Background: an optimization exercise with open tools, aiming at small area, a short achievable clock period and few clock cycles. Do not read the settings as production practice. Function was checked by simulation only, so behaviour that the tests miss may differ from the original. No activity file was given, so power comes from the tool's default toggle rates.

// cv_engine
module cv_engine (
    input  wire        clk,
    input  wire        rst,
    input  wire        go,
    input  wire [1:0]  cfg_poly,
    input  wire        cfg_mode,       
    input  wire        cfg_cont,
    input  wire [1:0]  cfg_awidth,
    input  wire [31:0] cfg_init,
    input  wire [24:0] cfg_len,
    input  wire [8:0]  cfg_count,
    input  wire [11:0] cfg_crcoff,
    input  wire [11:0] cfg_aoff,
    input  wire        ctx_we,
    input  wire [31:0] ctx_run,
    input  wire [31:0] ctx_alast,
    input  wire        ctx_avalid,
    input  wire [3:0]  err_clr,
    input  wire        in_valid,
    input  wire [31:0] in_data,
    output wire        in_ready,
    output wire        busy,
    output reg         done,
    output wire [1:0]  result,
    output reg  [8:0]  donemsg,
    output reg  [31:0] run_val,
    output reg  [31:0] crc_result,
    output reg  [31:0] alast,
    output reg         avalid,
    output reg  [15:0] cnt_ok,
    output reg  [15:0] cnt_crcerr,
    output reg  [15:0] cnt_repeat,
    output reg  [15:0] cnt_jump,
    output reg  [3:0]  err
);
    wire [31:0] u;
    wire [31:0] t0, t1;
    wire [15:0] t2;
    wire [7:0]  t3;
    assign t0[0] = ^(u & 32'h04D101DF);
    assign t0[1] = ^(u & 32'h09A203BE);
    assign t0[2] = ^(u & 32'h1344077D);
    assign t0[3] = ^(u & 32'h26880EFA);
  ...
Size: ~3600 cells after synthesis.
Settings: LEC_CHECK=0, CAP_MARGIN=20, CORE_MARGIN=2, CORE_UTILIZATION=40, SETUP_SLACK_MARGIN=5, SLEW_MARGIN=20; clock period 10.0 ns.
run.sh (not shown) runs the stock make flow with config.mk's settings and CLKGATE_MAP_FILE= SYNTH_SCRIPT=/design/flow/synth_recipe.tcl, a recipe that flattens the netlist after the stock synthesis.
The baseline completed without violations.
Testbench counts at the start, summed over its fixed seeds: cycles 18,317.
Rerun with:
--- a/flow/config.mk
+++ b/flow/config.mk
@@ -10 +10 @@
-export CORE_UTILIZATION = 40
+export CORE_UTILIZATION = 60
@@ -12,0 +13 @@
+export TNS_END_PERCENT = 100
Outcome: Flip-flop and latch count does not change; worst setup slack gets worse by 0.16 ns; area after synthesis is unchanged; wire length fell by 1.2%.
Rerun with:
--- a/flow/config.mk
+++ b/flow/config.mk
@@ -11 +11 @@
-export SETUP_SLACK_MARGIN = 5
+export SETUP_SLACK_MARGIN = 4.5
Outcome:
- area after synthesis is unchanged
- design area is lower by 1.4%
- setup slack is worse by 0.41 ns
- power rises by 0.99%
- die area stays the same
- sequential power stays flat
Rerun with:
--- a/flow/config.mk
+++ b/flow/config.mk
@@ -10,2 +10,4 @@
-export CORE_UTILIZATION = 60
-export SETUP_SLACK_MARGIN = 4.5
+export CORE_UTILIZATION = 40
+export CTS_BUF_LIST = sky130_fd_sc_hd__clkbuf_4 sky130_fd_sc_hd__clkbuf_8
+export CTS_CLUSTER_SIZE = 30
+export SETUP_SLACK_MARGIN = 5
Effect: Sequential share of layout area falls by 0.83 points. Worst setup slack improved by 0.60 ns. Area after synthesis stays the same. Routed wire length rises by 1.9%. Critical path depth falls by 1. Total power rises by 1.0%.
Rerun with:
--- a/flow/config.mk
+++ b/flow/config.mk
@@ -11,2 +11 @@
-export CTS_BUF_LIST = sky130_fd_sc_hd__clkbuf_4 sky130_fd_sc_hd__clkbuf_8
-export CTS_CLUSTER_SIZE = 30
+export CTS_BUF_LIST = sky130_fd_sc_hd__clkbuf_8
- first-iteration DRC count barely changes
- clock-buffer cell count fell by 34
- die area does not change
- setup slack loses 0.0032 ns
- via count rose by 0.32%
- cell area hardly moves
- power fell by about 1.3%

---

Starting RTL as in the previous note.
make LEC_CHECK=0 CAP_MARGIN=0 CORE_MARGIN=2 CORE_UTILIZATION=40 SETUP_SLACK_MARGIN=5 SLEW_MARGIN=0 TNS_END_PERCENT=100 finish   # period 10.0 ns
The starting point passed the timing, DRC and antenna checks.
Testbench counts at the start, summed over its fixed seeds: cycles 18,317.
Then changed:
- CAP_MARGIN: 0 -> 20
- SLEW_MARGIN: 0 -> 20
The changed run finished clean. Maximum frequency does not change. Sequential power is about the same. Via count is unchanged. Routed wire length stays the same. Cell area is unchanged. Clock power barely changes. Total power is unchanged. Global-route usage does not change. Area after synthesis stays the same.

static timing again, ports no longer ideal:
How much do the figures lean on ideal ports? The routed layouts below were timed once more, with nothing changed but the port constraints. Step 1 (the two cells are an assumption about what drives the block):
set clk [get_ports {clk}]
set_driving_cell -lib_cell sky130_fd_sc_hd__clkbuf_16 $clk
set_driving_cell -lib_cell sky130_fd_sc_hd__buf_2 [delete_from_list [all_inputs] $clk]
Step 2 moves the port delays by t, midway between the first and last clock arrival at a register: inputs arrive t later, outputs are due t later. That takes back most of the time a late clock gives input paths. a / b / c = ideal / step 1 / step 2; a / b = the first two.
run	t (ns)	setup slack, ns	worst hold slack (ns)	slew at the worst register clock pin (ns)
the first run of note 1	0.693	5.054 / 5.054 / 4.436	0.479 / 0.479 / 0.479	0.07 / 0.07
the second run of note 1	0.656	4.896 / 4.896 / 4.488	0.471 / 0.471 / 0.471	0.07 / 0.07
the third run of note 1	0.672	4.489 / 4.489 / 3.978	0.485 / 0.485 / 0.485	0.09 / 0.09
the fourth run of note 1	0.762	5.085 / 5.085 / 4.415	0.479 / 0.479 / 0.479	0.07 / 0.07
the fifth run of note 1	0.756	5.081 / 5.081 / 4.393	0.479 / 0.479 / 0.479	0.07 / 0.07
the first run of note 2	0.693	5.054 / 5.054 / 4.436	0.479 / 0.479 / 0.479	0.07 / 0.07
the second run of note 2	0.693	5.054 / 5.054 / 4.436	0.479 / 0.479 / 0.479	0.07 / 0.07
After both steps setup and hold are still met in every run listed. The setup slack of the fifth run of note 1, which loses most, moves by 0.000 ns with the drivers and by -0.688 ns with both steps.
